What follows belongs to an exercise in optimizing a design on an open flow for small area, a short achievable clock period and few clock cycles per item; a production flow would make more cautious choices.
The RTL was checked by simulation tests, not by an equivalence proof against the original design.

## press_f0_enc
module press_f0_enc (
    input  wire        clk,
    input  wire        rst,
    input  wire        in_valid,
    output wire        in_ready,
    input  wire [31:0] in_data,
    input  wire        in_first,
    input  wire        in_last,
    input  wire [31:0] in_base,
    input  wire [31:0] in_first_run,
    output wire        out_valid,
    input  wire        out_ready,
    output wire [31:0] out_data,
    output wire        out_last,
    output wire [31:0] out_bits
);
For scale: about 170 I/O pins, about 53,000 sq um of cells after synthesis.
Settings: LEC_CHECK=0, CAP_MARGIN=20, CORE_MARGIN=2, CORE_UTILIZATION=55, PLACE_DENSITY=0.75, SETUP_SLACK_MARGIN=5, SLEW_MARGIN=20; clock period 12.0 ns.
standard.sh (not shown) runs the stock make flow with config.mk's settings and CLKGATE_MAP_FILE= SYNTH_SCRIPT=/design/flow/synth_recipe.tcl, a recipe that flattens the netlist after the stock synthesis.
==> flow/flow/run.sh <==
#!/bin/bash
set -euo pipefail
MARGIN=7
sed "s/SETUP_SLACK_MARGIN=[0-9.]*/SETUP_SLACK_MARGIN=${MARGIN}/" standard.sh > standard_margin.sh
grep -q "SETUP_SLACK_MARGIN=${MARGIN}" standard_margin.sh
bash standard_margin.sh > standard.log 2>&1
Testbench counts at the start, summed over its fixed seeds: cycles 231,371, items 152,338.
Rerun with:
--- a/flow/design.v
+++ b/flow/design.v
@@ -77,15 +77,15 @@
     reg [31:0] h_d;
     reg [1:0]  h_cls;
     reg        h_eq, h_first, h_last;
     reg [31:0] p, pred;
     reg        inrun;
     reg [9:0]  nleft;
     reg [2:0]  body;
-    reg [19:0] ps_init;
+    reg [19:0] ps;                       
     assign in_ready = !h_full;
     wire take = in_valid && !h_full;
     wire        fr_run   = !in_first_run[31];
     wire [31:0] p_eff    = in_first ? in_base : p;
     wire [31:0] pred_eff = in_first ? in_base : pred;
     wire        i_inrun  = in_first ? fr_run : inrun;
     wire [2:0]  i_body   = in_first ? 3'd0 : body;
@@ -96,16 +96,14 @@
     always @(posedge clk) begin
         if (take) begin
             inrun <= i_inrun;
             nleft <= i_nleft;
             body  <= i_body;
             p     <= p_eff;
             pred  <= pred_eff;
-            if (in_first)
-                ps_init <= fr_run ? in_first_run[19:0] : 20'd0;
             case (i_cls)
                 CV: begin
                     p    <= in_data;
                     pred <= p_eff;
                     if (i_nleft == 10'd0) inrun <= 1'b0;
                     else                  nleft <= i_nleft - 10'd1;
                 end
@@ -122,28 +120,27 @@
         end
     end
     reg        x_valid;
     reg [31:0] x_r;
     reg [1:0]  x_cls;
     reg        x_eq, x_first, x_last, x_start;
     reg [5:0]  x_pos;
-    reg [19:0] ps;
     wire [31:0] xl   = pfx_or(x_r);
     wire [31:0] xz   = xl & ~x_r;
     wire [31:0] xlz  = pfx_or(xz);
     wire [4:0]  xa   = enc32(xl & ~(xl << 1));
     wire [5:0]  xb   = {xlz == 32'd0, enc32(xlz & ~(xlz << 1))};
     wire [4:0]  xg   = xa - x_pos[4:0];
     wire [5:0]  xm6  = xb - {1'b0, xa} - 6'd1;
     wire [31:0] xr_n = x_r & xlz;
     wire        x_nz = (x_r != 32'd0);
     wire        x_more = (xr_n != 32'd0);
     wire [5:0]  x_pc = popcount(x_r);
     wire        x_done = (x_cls != CV) || x_eq || !x_more;
-    wire [19:0] ps_eff = x_first ? ps_init : ps;
+    wire [19:0] ps_eff = ps;
     wire [20:0] sk_d   = {1'b0, x_r[19:0]} - {1'b0, ps_eff};
     wire [21:0] sk_d2  = {sk_d, 1'b0};
     wire [20:0] x_z    = sk_d[20] ? ~sk_d2[20:0] : sk_d2[20:0];
     wire        x_isrun = (x_r[31:30] == 2'b00);
     wire [1:0]  x_kind = (x_cls == CB) ? KB : (x_cls == CH) ? KH : (x_eq ? KS : KV);
     wire [20:0] x_aux  = (x_cls == CH) ? x_z :
                          {x_start, x_nz, x_pc, xg, 3'd0, (x_nz ? xm6[4:0] : 5'd0)};
@@ -219,15 +216,17 @@
     wire [2:0]  kG2n  = kfun({16'd0, A2n}, N2n);
     wire        zrun  = is_v && !split_a;
     wire [10:0] A1    = useg ? A1g : aG;
     wire [10:0] A1m1  = useg ? A1gm1 : (aG - 11'd1);
     wire [4:0]  N1    = useg ? N1g : nG;
     wire        hv    = useg ? hvg : hvn;
     wire [4:0]  zc    = !zrun ? 5'd0 : (useg ? zcg : zcn);
-    wire        split_b = zrun && (zc != m);
+    wire [5:0]  nGmm  = {1'b0, nG} + {3'd0, mm};
+    wire        crossG = useg ? ((nG != 5'd31) && (nGmm >= 6'd32)) : (nGmm >= 6'd33);
+    wire        split_b = zrun && ((m > 5'd7) || crossG);
     wire [10:0] A2    = !zrun ? aG : (useg ? A2g : A2n);
     wire [4:0]  N2    = !zrun ? nG : (useg ? N2g : N2n);
     wire [2:0]  kG2   = !zrun ? kG : (useg ? kG2g : kG2n);
     wire [11:0] aM_p = {1'b0, aM} + {6'd0, pc};
     wire        updM = is_v && hasm;
     wire [10:0] aM_n = !updM ? aM : ((nM == 5'd31) ? aM_p[11:1] : aM_p[10:0]);
     wire [4:0]  nM_n = !updM ? nM : ((nM == 5'd31) ? 5'd16 : nM + 5'd1);
@@ -430,21 +429,22 @@
             x_valid <= 1'b0;
             h_full  <= 1'b0;
         end else begin
             if (x_valid && adv_x) begin
                 if (x_cls == CH && x_isrun) xfresh <= 1'b0;
                 else if (x_first)           xfresh <= 1'b1;
                 if (x_cls == CH && x_isrun) ps <= x_r[19:0];
-                else if (x_first)           ps <= ps_init;
             end
             if (x_valid && adv_x && !x_done) begin
                 x_r     <= xr_n;
                 x_pos   <= xb;
                 x_start <= 1'b0;
             end
+            if (take && in_first)
+                ps <= fr_run ? in_first_run[19:0] : 20'd0;
             if (x_free) begin
                 if (h_full) begin
                     x_valid <= 1'b1;
                     x_r     <= h_d;
                     x_cls   <= h_cls;
                     x_eq    <= h_eq;
                     x_first <= h_first;
- The changed run went through all stages and came out clean
- wire length decreases by about 0.5%
- clock-buffer cell count increases by 10
- setup slack improves by 0.068 ns
- via count decreases by about 3%
- cell area decreases by 4.7%
- hold slack barely changes
Testbench counts after the change, summed over its fixed seeds: cycles 231,371, items 152,338.

static timing again, ports no longer ideal:
Ports are ideal in the flow. The routed layouts listed here were re-timed in OpenROAD. Step 1, drivers: a clkbuf_16 drives clk and a buf_2 each remaining input, both assumed. Step 2 times the ports against the registers' clock, not the clock port: input delays grow and output delays shrink by t, the midpoint of the rising clock arrivals with the driver on. a / b / c = no drivers / after step 1 / after step 2; a / b = the first two.
| run | t (ns) | slack for setup (ns) | cell pins on the clock port's net |
|---|---|---|---|
| the first run | 0.720 | 6.704 / 6.704 / 6.417 | 1 |
| the second run | 0.724 | 6.773 / 6.773 / 6.429 | 1 |
After both steps setup and hold are still met in every run listed. For the second run, which loses most, drivers alone change the setup slack by 0.000 ns; drivers and shift together by -0.344 ns.
